Source: an optimization exercise on an open RTL-to-GDS flow (aim: small area and a short achievable clock period). Production flows keep margins and buffers that such runs may drop. At most, simulation tests tie the RTL to the original design; equivalence was not proved. No functional check of the RTL was part of runs 2 and 3.

==> flow/design.v (outline; a module is shown in full before it is edited, if it fits) <==
// module rs37_decoder: 2054 lines
module rs37_decoder (
    input  wire         clk,
    input  wire         rst,
    input  wire         in_valid,
    input  wire [295:0] in_word,
    input  wire [2:0]   in_poison,
    output reg          out_valid,
    output reg  [255:0] out_data,
    output reg  [1:0]   out_result,
    output reg  [7:0]   out_sym_a,
    output reg  [7:0]   out_sym_b
);
  // ...
==> flow/run.sh <==
#!/bin/bash
# synth_recipe.tcl (not shown) runs the flow's synth.tcl, then flattens the netlist and writes it again
# the make line also repeats each setting of config.mk as NAME=value (left out here)
make -C /OpenROAD-flow-scripts/flow DESIGN_CONFIG=/design/flow/config.mk WORK_HOME=/design/flow/orfs CLKGATE_MAP_FILE= SYNTH_SCRIPT=/design/flow/synth_recipe.tcl finish
==> flow/config.mk <==
export PLATFORM = sky130hd
export DESIGN_NAME = rs37_decoder
export DESIGN_NICKNAME = rs37_decoder
export VERILOG_FILES = /design/flow/design.v
export SDC_FILE = /design/flow/constraint.sdc
export NUM_CORES = 4
export LEC_CHECK = 0
export CAP_MARGIN = 20
export CORE_MARGIN = 2
export CORE_UTILIZATION = 40
export PLACE_DENSITY = 0.6
export SLEW_MARGIN = 20
==> flow/constraint.sdc <==
create_clock -name core_clock -period 25.0 [get_ports {clk}]
set_input_delay 5.0000 -clock core_clock [delete_from_list [all_inputs] [get_ports {clk}]]
set_output_delay 5.0000 -clock core_clock [all_outputs]
set_load 0.01 [all_outputs]
==> summary.txt, run 1 <==
Non-CTS inverters 97; Detail Placement HPWL 302000 um; bufs w/o clock 875; Setup WS pre-CTS 16.65 ns; WP depth 18; routed length per placed instance 36.5 um; r2r startpoint c3[4]; num sequential 1188; first-pass GRT wire length 491000 um; Non-clock buffering overhead 9.72%; die area 175000 um^2; CP peak stage delay 0.78 ns; grt peak-use layer met2; sequential cell area share 28.8%; outcome complete, no violations; relative slew slack 13.0%; final core utilization 48.5%; CP startpoint c3[4]; Root Buffer clkbuf_16; die height 418 um; fraction of area in multi-input gates 52.5%; met1 Track Usage GR 50.0%; final critical-path share of the clock period 33.3%
==> inputs of run 2 (changes only) <==
--- a/flow/design.v
+++ b/flow/design.v
@@ -48,95 +48,280 @@
             qsolve[2] = a[0] ^ a[3] ^ a[4] ^ a[6];
             qsolve[3] = a[1] ^ a[2] ^ a[3] ^ a[4];
             qsolve[4] = a[0] ^ a[7];
             qsolve[5] = a[1] ^ a[2] ^ a[3] ^ a[4] ^ a[6];
             qsolve[6] = a[0] ^ a[1] ^ a[2] ^ a[4] ^ a[7];
             qsolve[7] = a[0] ^ a[1] ^ a[2] ^ a[4];
         end
     endfunction
-    function [7:0] to_tw;
-        input [7:0] a;
-        begin
-            to_tw[0] = a[0] ^ a[1] ^ a[3] ^ a[5];
-            to_tw[1] = a[1] ^ a[4] ^ a[7];
-            to_tw[2] = a[7];
-            to_tw[3] = a[1] ^ a[6];
-            to_tw[4] = a[4] ^ a[7];
-            to_tw[5] = a[1] ^ a[3] ^ a[4];
-            to_tw[6] = a[2] ^ a[5] ^ a[6];
-            to_tw[7] = a[5];
-        end
-    endfunction
-    function [7:0] from_tw;
+    function [7:0] gf_inv;
         input [7:0] a;
         begin
-            from_tw[0] = a[0] ^ a[2] ^ a[4] ^ a[5] ^ a[7];
-            from_tw[1] = a[1] ^ a[4];
-            from_tw[2] = a[1] ^ a[3] ^ a[4] ^ a[6] ^ a[7];
-            from_tw[3] = a[1] ^ a[2] ^ a[5];
-            from_tw[4] = a[2] ^ a[4];
-            from_tw[5] = a[7];
-            from_tw[6] = a[1] ^ a[3] ^ a[4];
-            from_tw[7] = a[2];
-        end
-    endfunction
-    function [3:0] gf16_mul;
-        input [3:0] a;
-        input [3:0] b;
-        reg   [3:0] p;
-        reg   [3:0] t;
-        integer     i;
-        begin
-            p = 4'd0;
-            t = a;
-            for (i = 0; i < 4; i = i + 1) begin
-                if (b[i])
-                    p = p ^ t;
-                t = {t[2:0], 1'b0} ^ (t[3] ? 4'h3 : 4'h0);
-            end
-            gf16_mul = p;
-        end
-    endfunction
-    function [3:0] gf16_inv;
-        input [3:0] a;
-        begin
             case (a)
-                4'h0: gf16_inv = 4'h0;
-                4'h1: gf16_inv = 4'h1;
-                4'h2: gf16_inv = 4'h9;
-                4'h3: gf16_inv = 4'hE;
-                4'h4: gf16_inv = 4'hD;
-                4'h5: gf16_inv = 4'hB;
-                4'h6: gf16_inv = 4'h7;
-                4'h7: gf16_inv = 4'h6;
-                4'h8: gf16_inv = 4'hF;
-                4'h9: gf16_inv = 4'h2;
-                4'hA: gf16_inv = 4'hC;
-                4'hB: gf16_inv = 4'h5;
-                4'hC: gf16_inv = 4'hA;
-                4'hD: gf16_inv = 4'h4;
-                4'hE: gf16_inv = 4'h3;
-                4'hF: gf16_inv = 4'h8;
-                default: gf16_inv = 4'h0;
+                8'h00: gf_inv = 8'h00;
+                8'h01: gf_inv = 8'h01;
+                8'h02: gf_inv = 8'h8E;
+                8'h03: gf_inv = 8'hF4;
+                8'h04: gf_inv = 8'h47;
+                8'h05: gf_inv = 8'hA7;
+                8'h06: gf_inv = 8'h7A;
+                8'h07: gf_inv = 8'hBA;
+                8'h08: gf_inv = 8'hAD;
+                8'h09: gf_inv = 8'h9D;
+                8'h0A: gf_inv = 8'hDD;
+                8'h0B: gf_inv = 8'h98;
+                8'h0C: gf_inv = 8'h3D;
+                8'h0D: gf_inv = 8'hAA;
+                8'h0E: gf_inv = 8'h5D;
+                8'h0F: gf_inv = 8'h96;
+                8'h10: gf_inv = 8'hD8;
+                8'h11: gf_inv = 8'h72;
+                8'h12: gf_inv = 8'hC0;
+                8'h13: gf_inv = 8'h58;
+                8'h14: gf_inv = 8'hE0;
+                8'h15: gf_inv = 8'h3E;
+                8'h16: gf_inv = 8'h4C;
+                8'h17: gf_inv = 8'h66;
+                8'h18: gf_inv = 8'h90;
+                8'h19: gf_inv = 8'hDE;
+                8'h1A: gf_inv = 8'h55;
+                8'h1B: gf_inv = 8'h80;
+                8'h1C: gf_inv = 8'hA0;
+                8'h1D: gf_inv = 8'h83;
+                8'h1E: gf_inv = 8'h4B;
+                8'h1F: gf_inv = 8'h2A;
+                8'h20: gf_inv = 8'h6C;
+                8'h21: gf_inv = 8'hED;
+                8'h22: gf_inv = 8'h39;
+                8'h23: gf_inv = 8'h51;
+                8'h24: gf_inv = 8'h60;
+                8'h25: gf_inv = 8'h56;
+                8'h26: gf_inv = 8'h2C;
+                8'h27: gf_inv = 8'h8A;
+                8'h28: gf_inv = 8'h70;
+                8'h29: gf_inv = 8'hD0;
+                8'h2A: gf_inv = 8'h1F;
+                8'h2B: gf_inv = 8'h4A;
+                8'h2C: gf_inv = 8'h26;
+                8'h2D: gf_inv = 8'h8B;
+                8'h2E: gf_inv = 8'h33;
+                8'h2F: gf_inv = 8'h6E;
+                8'h30: gf_inv = 8'h48;
+                8'h31: gf_inv = 8'h89;
+                8'h32: gf_inv = 8'h6F;
+                8'h33: gf_inv = 8'h2E;
+                8'h34: gf_inv = 8'hA4;
+                8'h35: gf_inv = 8'hC3;
+                8'h36: gf_inv = 8'h40;
+                8'h37: gf_inv = 8'h5E;
+                8'h38: gf_inv = 8'h50;
+                8'h39: gf_inv = 8'h22;
+                8'h3A: gf_inv = 8'hCF;
+                8'h3B: gf_inv = 8'hA9;
+                8'h3C: gf_inv = 8'hAB;
+                8'h3D: gf_inv = 8'h0C;
+                8'h3E: gf_inv = 8'h15;
+                8'h3F: gf_inv = 8'hE1;
+                8'h40: gf_inv = 8'h36;
+                8'h41: gf_inv = 8'h5F;
+                8'h42: gf_inv = 8'hF8;
+                8'h43: gf_inv = 8'hD5;
+                8'h44: gf_inv = 8'h92;
+                8'h45: gf_inv = 8'h4E;
+                8'h46: gf_inv = 8'hA6;
+                8'h47: gf_inv = 8'h04;
+                8'h48: gf_inv = 8'h30;
+                8'h49: gf_inv = 8'h88;
+                8'h4A: gf_inv = 8'h2B;
+                8'h4B: gf_inv = 8'h1E;
+                8'h4C: gf_inv = 8'h16;
+                8'h4D: gf_inv = 8'h67;
+                8'h4E: gf_inv = 8'h45;
+                8'h4F: gf_inv = 8'h93;
+                8'h50: gf_inv = 8'h38;
+                8'h51: gf_inv = 8'h23;
+                8'h52: gf_inv = 8'h68;
+                8'h53: gf_inv = 8'h8C;
+                8'h54: gf_inv = 8'h81;
+                8'h55: gf_inv = 8'h1A;
+                8'h56: gf_inv = 8'h25;
+                8'h57: gf_inv = 8'h61;
+                8'h58: gf_inv = 8'h13;
+                8'h59: gf_inv = 8'hC1;
+                8'h5A: gf_inv = 8'hCB;
+                8'h5B: gf_inv = 8'h63;
+                8'h5C: gf_inv = 8'h97;
+                8'h5D: gf_inv = 8'h0E;
+                8'h5E: gf_inv = 8'h37;
+                8'h5F: gf_inv = 8'h41;
+                8'h60: gf_inv = 8'h24;
+                8'h61: gf_inv = 8'h57;
+                8'h62: gf_inv = 8'hCA;
+                8'h63: gf_inv = 8'h5B;
+                8'h64: gf_inv = 8'hB9;
+                8'h65: gf_inv = 8'hC4;
+                8'h66: gf_inv = 8'h17;
+                8'h67: gf_inv = 8'h4D;
+                8'h68: gf_inv = 8'h52;
+                8'h69: gf_inv = 8'h8D;
+                8'h6A: gf_inv = 8'hEF;
+                8'h6B: gf_inv = 8'hB3;
+                8'h6C: gf_inv = 8'h20;
+                8'h6D: gf_inv = 8'hEC;
+                8'h6E: gf_inv = 8'h2F;
+                8'h6F: gf_inv = 8'h32;
+                8'h70: gf_inv = 8'h28;
+                8'h71: gf_inv = 8'hD1;
+                8'h72: gf_inv = 8'h11;
+                8'h73: gf_inv = 8'hD9;
+                8'h74: gf_inv = 8'hE9;
+                8'h75: gf_inv = 8'hFB;
+                8'h76: gf_inv = 8'hDA;
+                8'h77: gf_inv = 8'h79;
+                8'h78: gf_inv = 8'hDB;
+                8'h79: gf_inv = 8'h77;
+                8'h7A: gf_inv = 8'h06;
+                8'h7B: gf_inv = 8'hBB;
+                8'h7C: gf_inv = 8'h84;
+                8'h7D: gf_inv = 8'hCD;
+                8'h7E: gf_inv = 8'hFE;
+                8'h7F: gf_inv = 8'hFC;
+                8'h80: gf_inv = 8'h1B;
+                8'h81: gf_inv = 8'h54;
+                8'h82: gf_inv = 8'hA1;
+                8'h83: gf_inv = 8'h1D;
+                8'h84: gf_inv = 8'h7C;
+                8'h85: gf_inv = 8'hCC;
+                8'h86: gf_inv = 8'hE4;
+                8'h87: gf_inv = 8'hB0;
+                8'h88: gf_inv = 8'h49;
+                8'h89: gf_inv = 8'h31;
+                8'h8A: gf_inv = 8'h27;
+                8'h8B: gf_inv = 8'h2D;
+                8'h8C: gf_inv = 8'h53;
+                8'h8D: gf_inv = 8'h69;
+                8'h8E: gf_inv = 8'h02;
+                8'h8F: gf_inv = 8'hF5;
+                8'h90: gf_inv = 8'h18;
+                8'h91: gf_inv = 8'hDF;
+                8'h92: gf_inv = 8'h44;
+                8'h93: gf_inv = 8'h4F;
+                8'h94: gf_inv = 8'h9B;
+                8'h95: gf_inv = 8'hBC;
+                8'h96: gf_inv = 8'h0F;
+                8'h97: gf_inv = 8'h5C;
+                8'h98: gf_inv = 8'h0B;
+                8'h99: gf_inv = 8'hDC;
+                8'h9A: gf_inv = 8'hBD;
+                8'h9B: gf_inv = 8'h94;
+                8'h9C: gf_inv = 8'hAC;
+                8'h9D: gf_inv = 8'h09;
+                8'h9E: gf_inv = 8'hC7;
+                8'h9F: gf_inv = 8'hA2;
+                8'hA0: gf_inv = 8'h1C;
+                8'hA1: gf_inv = 8'h82;
+                8'hA2: gf_inv = 8'h9F;
+                8'hA3: gf_inv = 8'hC6;
+                8'hA4: gf_inv = 8'h34;
+                8'hA5: gf_inv = 8'hC2;
+                8'hA6: gf_inv = 8'h46;
+                8'hA7: gf_inv = 8'h05;
+                8'hA8: gf_inv = 8'hCE;
+                8'hA9: gf_inv = 8'h3B;
+                8'hAA: gf_inv = 8'h0D;
+                8'hAB: gf_inv = 8'h3C;
+                8'hAC: gf_inv = 8'h9C;
+                8'hAD: gf_inv = 8'h08;
+                8'hAE: gf_inv = 8'hBE;
+                8'hAF: gf_inv = 8'hB7;
+                8'hB0: gf_inv = 8'h87;
+                8'hB1: gf_inv = 8'hE5;
+                8'hB2: gf_inv = 8'hEE;
+                8'hB3: gf_inv = 8'h6B;
+                8'hB4: gf_inv = 8'hEB;
+                8'hB5: gf_inv = 8'hF2;
+                8'hB6: gf_inv = 8'hBF;
+                8'hB7: gf_inv = 8'hAF;
+                8'hB8: gf_inv = 8'hC5;
+                8'hB9: gf_inv = 8'h64;
+                8'hBA: gf_inv = 8'h07;
+                8'hBB: gf_inv = 8'h7B;
+                8'hBC: gf_inv = 8'h95;
+                8'hBD: gf_inv = 8'h9A;
+                8'hBE: gf_inv = 8'hAE;
+                8'hBF: gf_inv = 8'hB6;
+                8'hC0: gf_inv = 8'h12;
+                8'hC1: gf_inv = 8'h59;
+                8'hC2: gf_inv = 8'hA5;
+                8'hC3: gf_inv = 8'h35;
+                8'hC4: gf_inv = 8'h65;
+                8'hC5: gf_inv = 8'hB8;
+                8'hC6: gf_inv = 8'hA3;
+                8'hC7: gf_inv = 8'h9E;
+                8'hC8: gf_inv = 8'hD2;
+                8'hC9: gf_inv = 8'hF7;
+                8'hCA: gf_inv = 8'h62;
+                8'hCB: gf_inv = 8'h5A;
+                8'hCC: gf_inv = 8'h85;
+                8'hCD: gf_inv = 8'h7D;
+                8'hCE: gf_inv = 8'hA8;
+                8'hCF: gf_inv = 8'h3A;
+                8'hD0: gf_inv = 8'h29;
+                8'hD1: gf_inv = 8'h71;
+                8'hD2: gf_inv = 8'hC8;
+                8'hD3: gf_inv = 8'hF6;
+                8'hD4: gf_inv = 8'hF9;
+                8'hD5: gf_inv = 8'h43;
+                8'hD6: gf_inv = 8'hD7;
+                8'hD7: gf_inv = 8'hD6;
+                8'hD8: gf_inv = 8'h10;
+                8'hD9: gf_inv = 8'h73;
+                8'hDA: gf_inv = 8'h76;
+                8'hDB: gf_inv = 8'h78;
+                8'hDC: gf_inv = 8'h99;
+                8'hDD: gf_inv = 8'h0A;
+                8'hDE: gf_inv = 8'h19;
+                8'hDF: gf_inv = 8'h91;
+                8'hE0: gf_inv = 8'h14;
+                8'hE1: gf_inv = 8'h3F;
+                8'hE2: gf_inv = 8'hE6;
+                8'hE3: gf_inv = 8'hF0;
+                8'hE4: gf_inv = 8'h86;
+                8'hE5: gf_inv = 8'hB1;
+                8'hE6: gf_inv = 8'hE2;
+                8'hE7: gf_inv = 8'hF1;
+                8'hE8: gf_inv = 8'hFA;
+                8'hE9: gf_inv = 8'h74;
+                8'hEA: gf_inv = 8'hF3;
+                8'hEB: gf_inv = 8'hB4;
+                8'hEC: gf_inv = 8'h6D;
+                8'hED: gf_inv = 8'h21;
+                8'hEE: gf_inv = 8'hB2;
+                8'hEF: gf_inv = 8'h6A;
+                8'hF0: gf_inv = 8'hE3;
+                8'hF1: gf_inv = 8'hE7;
+                8'hF2: gf_inv = 8'hB5;
+                8'hF3: gf_inv = 8'hEA;
+                8'hF4: gf_inv = 8'h03;
+                8'hF5: gf_inv = 8'h8F;
+                8'hF6: gf_inv = 8'hD3;
+                8'hF7: gf_inv = 8'hC9;
+                8'hF8: gf_inv = 8'h42;
+                8'hF9: gf_inv = 8'hD4;
+                8'hFA: gf_inv = 8'hE8;
+                8'hFB: gf_inv = 8'h75;
+                8'hFC: gf_inv = 8'h7F;
+                8'hFD: gf_inv = 8'hFF;
+                8'hFE: gf_inv = 8'h7E;
+                8'hFF: gf_inv = 8'hFD;
+                default: gf_inv = 8'h00;
             endcase
         end
     endfunction
-    function [7:0] gf_inv;
-        input [7:0] a;
-        reg   [7:0] t;
-        reg   [3:0] d;
-        begin
-            t = to_tw(a);
-            d = gf16_mul(gf16_mul(t[7:4], t[7:4]), 4'd15) ^ gf16_mul(t[7:4], t[3:0]) ^
-                gf16_mul(t[3:0], t[3:0]);
-            d = gf16_inv(d);
-            gf_inv = from_tw({gf16_mul(t[7:4], d), gf16_mul(t[7:4] ^ t[3:0], d)});
-        end
-    endfunction
     function [5:0] loc_idx;
         input [7:0] x;
         begin
             case (x)
                 8'h25: loc_idx = 6'd0;
                 8'h9C: loc_idx = 6'd1;
                 8'h4E: loc_idx = 6'd2;
                 8'h27: loc_idx = 6'd3;
@@ -172,17 +357,16 @@
                 8'h08: loc_idx = 6'd33;
                 8'h04: loc_idx = 6'd34;
                 8'h02: loc_idx = 6'd35;
                 8'h01: loc_idx = 6'd36;
                 default: loc_idx = 6'd63;
             endcase
         end
     endfunction
-    localparam [8*37-1:0] ALOC = 296'h01020408102040801D3A74E8CD8713264C982D5AB475EAC98F03060C183060C09D274E9C25;
     reg         v1;
     reg         m1;
     reg [295:0] w1;
     always @(posedge clk) begin
         if (rst)
             v1 <= 1'b0;
         else
             v1 <= in_valid;
@@ -1965,90 +2149,77 @@
     assign syn[37] = sx1681;
     assign syn[38] = sx1706;
     assign syn[39] = sx1733;
     wire [7:0] s0 = syn[7:0];
     wire [7:0] s1 = syn[15:8];
     wire [7:0] s2 = syn[23:16];
     wire [7:0] s3 = syn[31:24];
     wire [7:0] s4 = syn[39:32];
-    reg         v2, m2, nz2;
+    wire [7:0] det  = gf_mul(s0, s2) ^ gf_sq(s1);
+    wire [7:0] n1   = gf_mul(s0, s3) ^ gf_mul(s1, s2);
+    wire [7:0] n2   = gf_sq(s2) ^ gf_mul(s1, s3);
+    wire       two  = det != 8'd0;
+    wire [7:0] a_c  = two ? det : s0;
+    wire [7:0] b_c  = two ? n2 : s2;
+    wire [7:0] k_c  = gf_mul(a_c, s4) ^ gf_mul(n1, s3) ^ gf_mul(b_c, s2);
+    reg         v2, m2, nz2, two2, kz2, n1z2;
     reg [255:0] d2;
-    reg [7:0]   s0_2, s1_2, s2_2, s3_2, s4_2, det2, n1_2, n2_2;
+    reg [7:0]   s0_2, lsel2, inva2, invn2, n2d2, s1d2;
     always @(posedge clk) begin
         if (rst)
             v2 <= 1'b0;
         else
             v2 <= v1;
-        m2   <= m1;
-        d2   <= w1[255:0];
-        nz2  <= syn != 40'd0;
-        s0_2 <= s0;
-        s1_2 <= s1;
-        s2_2 <= s2;
-        s3_2 <= s3;
-        s4_2 <= s4;
-        det2 <= gf_mul(s0, s2) ^ gf_sq(s1);
-        n1_2 <= gf_mul(s0, s3) ^ gf_mul(s1, s2);
-        n2_2 <= gf_sq(s2) ^ gf_mul(s1, s3);
+        m2    <= m1;
+        d2    <= w1[255:0];
+        nz2   <= syn != 40'd0;
+        two2  <= two;
+        kz2   <= k_c == 8'd0;
+        n1z2  <= n1 == 8'd0;
+        s0_2  <= s0;
+        lsel2 <= two ? n1 : s1;
+        inva2 <= gf_inv(a_c);
+        invn2 <= gf_inv(n1);
+        n2d2  <= gf_mul(n2, det);
+        s1d2  <= gf_mul(s1, det);
     end
-    wire       two  = det2 != 8'd0;
-    wire [7:0] a_c  = two ? det2 : s0_2;
-    wire [7:0] b_c  = two ? n2_2 : s2_2;
-    wire [7:0] k_c  = gf_mul(a_c, s4_2) ^ gf_mul(n1_2, s3_2) ^ gf_mul(b_c, s2_2);
-    wire [7:0] inva = gf_inv(a_c);
-    wire [7:0] invn = gf_inv(n1_2);
-    reg         v3, m3, nz3, two3, kz3, n1z3;
-    reg [255:0] d3;
-    reg [7:0]   s0_3, l1_3, c3, q3;
-    always @(posedge clk) begin
-        if (rst)
-            v3 <= 1'b0;
-        else
-            v3 <= v2;
-        m3   <= m2;
-        d3   <= d2;
-        nz3  <= nz2;
-        two3 <= two;
-        kz3  <= k_c == 8'd0;
-        n1z3 <= n1_2 == 8'd0;
-        s0_3 <= s0_2;
-        l1_3 <= gf_mul(two ? n1_2 : s1_2, inva);              
-        c3   <= gf_mul(gf_mul(n2_2, det2), gf_sq(invn));      
-        q3   <= gf_mul(gf_mul(s1_2, det2), invn);             
-    end
-    wire [7:0] z   = qsolve(c3);
-    wire [7:0] x1  = two3 ? gf_mul(l1_3, z) : l1_3;
-    wire [7:0] x2  = x1 ^ l1_3;
-    wire [7:0] y1  = two3 ? (q3 ^ gf_mul(s0_3, z ^ 8'h01)) : s0_3;
-    wire [7:0] y2  = y1 ^ s0_3;
+    wire [7:0] l1  = gf_mul(lsel2, inva2);           
+    wire [7:0] cq  = gf_mul(n2d2, gf_sq(invn2));     
+    wire [7:0] z   = qsolve(cq);
+    wire [7:0] x1  = two2 ? gf_mul(l1, z) : l1;
+    wire [7:0] x2  = x1 ^ l1;
+    wire [7:0] y1  = two2 ? (gf_mul(s1d2, invn2) ^ gf_mul(s0_2, z ^ 8'h01)) : s0_2;
+    wire [7:0] y2  = y1 ^ s0_2;
+    localparam [8*37-1:0] ALOC = 296'h01020408102040801D3A74E8CD8713264C982D5AB475EAC98F03060C183060C09D274E9C25;
     reg [36:0] hit1, hit2;
     integer k;
     always @(*) begin
         for (k = 0; k < 37; k = k + 1) begin
             hit1[k] = x1 == ALOC[8*k +: 8];
             hit2[k] = x2 == ALOC[8*k +: 8];
         end
     end
-    wire ok  = nz3 & ~m3 & kz3 & (|hit1) & (two3 ? (~c3[5] & (|hit2)) : n1z3);
-    wire ok2 = ok & two3;
-    wire [5:0] i1  = loc_idx(x1);
-    wire [5:0] i2  = loc_idx(x2);
-    wire       swp = two3 & (i2 < i1);
-    wire [5:0] pa  = ok  ? (swp ? i2 : i1) : 6'd63;
-    wire [5:0] pb  = ok2 ? (swp ? i1 : i2) : 6'd63;
+    wire ok = nz2 & ~m2 & kz2 & (|hit1) &
+              (two2 ? (~cq[5] & (|hit2)) : n1z2);
+    wire ok2 = ok & two2;
+    wire [5:0] p1 = ok  ? loc_idx(x1) : 6'd63;
+    wire [5:0] p2 = ok2 ? loc_idx(x2) : 6'd63;
+    wire       swp = p2 < p1;
+    wire [5:0] pa = swp ? p2 : p1;
+    wire [5:0] pb = swp ? p1 : p2;
     reg [255:0] data_c;
     integer b;
     always @(*) begin
         for (b = 0; b < 256; b = b + 1)
-            data_c[b] = d3[b] ^ (ok & hit1[b/8] & y1[b%8]) ^ (ok2 & hit2[b/8] & y2[b%8]);
+            data_c[b] = d2[b] ^ (ok & hit1[b/8] & y1[b%8]) ^ (ok2 & hit2[b/8] & y2[b%8]);
     end
     always @(posedge clk) begin
         if (rst)
             out_valid <= 1'b0;
         else
-            out_valid <= v3;
+            out_valid <= v2;
         out_data   <= data_c;
-        out_result <= m3 ? 2'd3 : (!nz3 ? 2'd0 : (ok ? 2'd1 : 2'd2));
+        out_result <= m2 ? 2'd3 : (!nz2 ? 2'd0 : (ok ? 2'd1 : 2'd2));
         out_sym_a  <= {{2{&pa}}, pa};
         out_sym_b  <= {{2{&pb}}, pb};
     end
 endmodule
==> run 2 against run 1 <==
Against the previous run: still clean; largest cell class unchanged; synthesized cell count is 6.4% higher; count of clock-buffer cells in the layout is 54 lower; critical endpoint is now out_sym_b[1]; critical path type unchanged; critical path depth is 12 higher; final cell count is 3.3% higher; sequential cell count is 307 lower; non-clock buffer count is 34 lower.
==> summary.txt, run 2 <==
Worst Path Max Fanout 23; Top Registers w1 x296, d2 x256, out_data x256; Synth Instances 7807; die area 182000 um^2 (+4.2%); synth cell count leaders 2006 x xnor2_1, 881 x dfxtp_1, 875 x nand2_1, 765 x nor2_1, 495 x xor2_1; HP Start m1; post-synthesis sequential area ratio 24.7%; Ports 577; cell taking the most area after synthesis dfxtp_1; critical path's top delay family XOR/XNOR gates; remaining antenna violation count 0; max FFs per register 296; via count 62800; clk latency of the worst-skew pair 0.80 ns; RD Place Congestion 1.14; ranking of synthesized cells by area dfxtp_1 25%, xnor2_1 25%, xnor3_1 13%; Post-CTS Hold Buffers 0; CTS Buffer Depth 3; syn_area_per_cell 9.16 um^2; TritonCTS Buffers 92; Post-synth EDFFs 0; drc violations 0; Synth async-reset ratio 0%; Root Buffer clkbuf_16; Setup crit start kind flip-flop; Rows 155; routed length per placed instance 39.1 um (+7.2%); WHS Endpoint m2; yosys warns 1; Reg-to-Reg End out_sym_b[1]; quantity of gates resized following cts 0; Final min period 11.22 ns; number of synthesized register bits 881; fraction of layout cells with a size suffix above 1 7.92%; Synth-to-Final Area Change 17.2%; largest net degree at the start of global routing 81; first-pass GRT wire length 542000 um (+10%); initial DRC count 9659; Worst Skew 0.0904 ns; # setup viols final 0; setup TNS 0 ns; Core ar. 178000 um^2; PortBufs 576; CP peak stage delay 1.03 ns (+0.25 ns); final wirelength 417000 um; count leader, synth xnor2_1; Vias/cell 5.89; relative slew slack 13.9% (+0.94 points); CP required 25.63 ns; Syn Nets 8146; DRT Pass-1 Iters 6; initial antenna violation count 49; clock sink count 881; most common cell after layout, fill and taps aside xnor2_1; Reg with most FFs w1; die height 427 um (+2.1%); Fin. Hold Viols 0; max frequency 89.1 MHz; Synth top area share 24.7%; outcome complete, no violations; vias in the first global route 58000; H-tree lvl count 3; final critical-path share of the clock period 44.9% (+12 points); layout net count 8558; Slew Viols, Final 0; actual slew at the worst max-slew pin 1.29 ns; count of max-cap constraint violations 0; most frequent cells in the layout 1977 x xnor2_1, 879 x dfxtp_1, 875 x nand2_1; Worst EP arrival 11.85 ns; RSZ-0062 raised after global routing false; clk slew on worst S/H paths 0.06 ns; Cell Area, Synth 71500 um^2; Detail Placement HPWL 331000 um (+9.9%); setup slack, reg-to-reg 13.78 ns; Hold Crit Class flip-flop to flip-flop; CP max-delay cell xor3_1; Setup Fix Bufs, Post-CTS 0; Die Span X 427 um; Initial Util 40.2%; Worst Path Buf+Inv 5; worst hold stages 0; r2r startpoint invn2[6]; R2R depth 30; Setup CP Type flip-flop to flip-flop; top_reg_cell synth dfxtp_1; TritonCTS clock tree done; Congestion Overflow GR 0; Distinct cells, synth 117; Total GRT Usage 44.4%; Setup crit end kind flip-flop
-- run 2: worst max path at each step --
stage,depth (start not counted),endpoint,startpoint,slack (ns)
2_1_floorplan,32,out_sym_b[0],n2d2[1],17.12
3_3_place_gp,30,out_sym_a[1],invn2[6],13.91
3_5_place_dp,30,out_sym_b[1],invn2[6],13.85
4_1_cts,30,out_sym_a[5],invn2[6],13.83
5_1_grt,30,out_sym_b[1],invn2[6],12.97
6_report,30,out_sym_b[1],invn2[6],13.78
-- run 2: metrics by stage --
stage          instance area [um^2]  std cells  hold WS (ns)  util [%]  setup slack (ns)
6_report                      83800      10700         0.340      47.1             13.78
5_1_grt                       83800      10700         0.349      47.1             12.97
4_1_cts                       83700      10700         0.339      47.0             13.83
3_5_place_dp                  80500      10500         0.327      45.2             13.85
3_3_place_gp                  80400      10500         0.314      45.2             13.91
2_1_floorplan                 71500       7807         0.310         -             17.12
-- run 2: cell type report --
cell class	instances	area, um^2
inverter	83	312
tap	2355	2950
sequential	881	17600
multi-input combinational	6320	51800
timing repair buffer	841	7750
clock inverter	54	726
fill	17000	94200
clock buffer	116	2540
antenna	15	37.5
-- run 2: layer usage --
metal  global-route usage (%)  up-vias  share of wire, %
li1                         -    26400                 -
met1                     54.6    30800                37
met2                     67.6     4483                43
met3                     8.58     1154               9.4
met4                     35.8       20               9.9
met5                        0        -             0.033
-- run 2: logic make-up after synthesis --
family	share of synthesized area [%]
muxes	1.75
AOI/OAI and AO/OA	8.21
adders and majority gates	0.661
buffers and inverters	3.45
DFF	24.7
xor gates and xnor gates	47.8
and+or+nand+nor	13.5
-- run 2: worst reg2reg max path, delay by kind of cell (launching register included) --
kind	cells	cell delay [ns]
multiplexers	1	0.42
buffers and inverters	5	1.37
AO/OA/AOI/OAI	9	2.43
XOR/XNOR	7	3.93
adder cells (fa/ha/maj)	1	0.31
flip-flops	1	0.97
AND/OR/NAND/NOR	7	1.70
==> inputs of run 3 (changes only) <==
--- a/flow/config.mk
+++ b/flow/config.mk
@@ -5,8 +5,8 @@
 export SDC_FILE = /design/flow/constraint.sdc
 export NUM_CORES = 4
 export LEC_CHECK = 0
-export CAP_MARGIN = 20
+export CAP_MARGIN = 60
 export CORE_MARGIN = 2
 export CORE_UTILIZATION = 40
 export PLACE_DENSITY = 0.6
-export SLEW_MARGIN = 20
+export SLEW_MARGIN = 80
==> run 3 against run 2 <==
Against the previous run: critical path type unchanged; register-to-register slack lost 0.16 ns; critical path depth grew 8; synthesized cell count is the same; non-clock buffer count grew 891; area after synthesis is the same; final cell count grew 8.4%; still clean on timing, DRC and antenna; worst setup slack lost 0.16 ns; count of clock-buffer cells in the layout grew 6; maximum frequency shrank 1.4%; first-iteration DRC count shrank 3.2%.
==> summary.txt, run 3 <==
count of max-cap constraint violations 0 (unchanged); quantity of gates resized following cts 0 (unchanged); Synth-to-Final Area Change 44.0%; CTS Buffer Depth 3 (unchanged); setup TNS 0 ns (unchanged); synth cell count leaders 2006 x xnor2_1, 881 x dfxtp_1, 875 x nand2_1, 765 x nor2_1, 495 x xor2_1; multi-input logic area 62900 um^2 (+21%); Vias/cell 5.82 (-1.2%); number of synthesized register bits 881 (unchanged); Root Buffer clkbuf_16; Slew Viols, Final 0 (unchanged); largest net degree at the start of global routing 38 (-53%); most frequent cells in the layout 1296 x xnor2_1, 851 x nand2_1, 686 x nor2_1; layout net count 9449 (+10%); TritonCTS clock tree done; Inst Count DP 11300 (+8.1%); post-synthesis sequential area ratio 24.7% (unchanged); post-synthesis compound-gate area fraction 8.21% (unchanged); Hold Crit Class flip-flop to flip-flop; final wirelength 427000 um (+2.4%); Setup Fix Bufs, Post-CTS 0 (unchanged); max frequency 87.9 MHz (-1.4%); Core ar. 178000 um^2 (unchanged); outcome complete, no violations; via count 67300 (+7.1%); Setup crit end kind flip-flop; Worst Skew 0.0598 ns (-0.0306 ns); largest family of logic cells by synthesized area XOR/XNOR gates; Fin. Hold Viols 0 (unchanged); syn_area_per_cell 9.16 um^2 (unchanged); Congestion Overflow GR 0 (unchanged); top_reg_cell synth dfxtp_1; # setup viols final 0 (unchanged); DRT Pass-1 Iters 6 (unchanged); Syn Nets 8146 (unchanged); sequential cell area 18400 um^2 (+4.3%); post-synthesis simple-gate area fraction 13.5% (unchanged); CP peak stage delay 0.71 ns (-0.32 ns); TritonCTS Buffers 92 (unchanged); first-pass GRT wire length 562000 um (+3.7%); Filler cells 15100 (-11%); clock sink count 881 (unchanged); RSZ-0062 raised after global routing false; die area 182000 um^2 (unchanged); count leader, synth xnor2_1; Cell Area, Synth 71500 um^2 (unchanged); Synth Instances 7807 (unchanged); initial DRC count 9350 (-3.2%); fin cells 11600 (+8.4%); Synth async-reset ratio 0% (unchanged); RD Place Congestion 1.14 (unchanged); routed length per placed instance 36.9 um (-5.5%); Die Span X 427 um (unchanged); Crit path top cell by count buf_1; H-tree lvl count 3 (unchanged); Top Registers w1 x296, d2 x256, out_data x256; Reg with most FFs w1; CP required 25.62 ns (about the same); Setup CP Type flip-flop to flip-flop; drc violations 0 (unchanged); clk latency of the worst-skew pair 0.78 ns (-0.02 ns); Worst Path Max Fanout 19 (-17%); mux contribution to synthesized area 1.75% (unchanged); initial antenna violation count 33 (-33%); Distinct cells, synth 117 (unchanged); vias in the first global route 63700 (+9.8%); Worst EP arrival 12.00 ns (+0.15 ns); fraction of layout cells with a size suffix above 1 31.8% (+24 points); Ports 577 (unchanged); Synth top area share 24.7% (unchanged); Synth Area in Adders 0.661% (unchanged); remaining antenna violation count 0 (unchanged); CP max-delay cell xnor3_4; PortBufs 576 (unchanged); actual slew at the worst max-slew pin 0.359 ns (-0.928 ns); final critical-path share of the clock period 45.5% (+0.63 points); die height 427 um (unchanged); Final min period 11.38 ns (+0.158 ns); Detail Placement HPWL 347000 um (+4.7%); most common cell after layout, fill and taps aside xnor2_1; Post-CTS Hold Buffers 0 (unchanged); ranking of synthesized cells by area dfxtp_1 25%, xnor2_1 25%, xnor3_1 13%; xor/xnor cell area share of the yosys netlist 47.8% (unchanged); clk slew on worst S/H paths 0.06 ns (about the same); max FFs per register 296 (unchanged); cell taking the most area after synthesis dfxtp_1; Total GRT Usage 45.6% (+1.2 points); Rows 155 (unchanged); Post-synth EDFFs 0 (unchanged); Initial Util 40.2% (unchanged); relative slew slack 76.0% (+62 points); yosys warns 1 (unchanged); Setup crit start kind flip-flop
run 3: cell types whose count changed in the layout (fill, tap and decap cells not counted), sizes merged, moves of 7 or more:
cell           delta
buf             +770
clkdlybuf4s15    +69
clkbuf           +33
clkdlybuf4s50    +11
clkdlybuf4s18     +7
clkdlybuf4s25     +7
run 3: cells by family (layout without fill, tap and decap cells):
kind of cell,Yosys count,in the layout
and+or+nand+nor,2201,2201
DFF,881,881
xor gates and xnor gates,3053,3053
buffers and inverters,606,1988
muxes,114,114
adders and majority gates,38,38
other,0,16
AOI/OAI and AO/OA,914,914
run 3: critical path: cells and delay by family, from the launching register on:
family	cells	cell delay, ns
compound gates	9	1.84
mux	2	0.70
flops	1	0.50
buf+inv	13	4.15
simple gates	7	1.83
xor+xnor	6	1.99
fa+ha+maj	1	0.23
run 3: final cells by class:
type	instances	share of cell area, %
diodes	16	0.0389
clock buffers	122	2.48
inverters	83	0.351
flip-flops and latches	881	17.9
repair buffers	1732	14.7
multi-input cells	6320	61.1
well taps	2355	2.86
clock inverters	51	0.547
run 3: metal layers:
layer	vias up	global-route usage, %	wire length (um)
met5	-	0	84
met4	12	35.8	42700
met3	1339	10.4	44800
met2	4925	70.1	186000
met1	32800	55.1	154000
li1	28200	-	-
run 3: metrics by stage:
step           hold WS (ns)  setup WS [ns]  utilization [%]  cell area [um^2]
6_report              0.332          13.62             57.8            103000
5_1_grt               0.347          13.20             57.8            103000
4_1_cts               0.336          13.80             56.3            100000
3_5_place_dp          0.325          13.82             54.6             97100
3_3_place_gp          0.314          13.91             45.2             80400
2_1_floorplan         0.310          17.12                -             71500
run 3: path summary, 6_finish.rpt:
path	from	end	slack (ns)	depth (start not counted)
worst max register to register	lsel2[4]	out_sym_a[4]	13.62	38
worst min-delay path	m1	m2	0.33	0
worst min register to register	m1	m2	0.33	0
worst max-delay path	lsel2[4]	out_sym_a[4]	13.62	38

-- static timing again, ports no longer ideal --
How much do the figures lean on ideal ports? The routed layouts below were timed once more, with nothing changed but the port constraints. Step 1, drivers: a clkbuf_16 drives clk and a buf_2 each remaining input, both assumed. Step 2 also shifts input and output timing later by t, the mid clock arrival at the registers, as if the neighbouring blocks saw the same clock. Three values: no drivers, after step 1, after step 2; two values: the first two.
| run | t, ns | setup slack, ns | worst setup path at the end | clock arrival spread, ns | pins driven straight from the clock port |
|---|---|---|---|---|---|
| run 1 | 0.867 | 16.681 / 16.681 / 16.681 | register to register | 0.079 / 0.079 | 1 |
| run 2 | 0.827 | 13.777 / 13.777 / 13.777 | register to register | 0.091 / 0.091 | 1 |
| run 3 | 0.823 | 13.620 / 13.620 / 13.620 | register to register | 0.065 / 0.065 | 1 |
After both steps setup and hold are still met in every run listed.
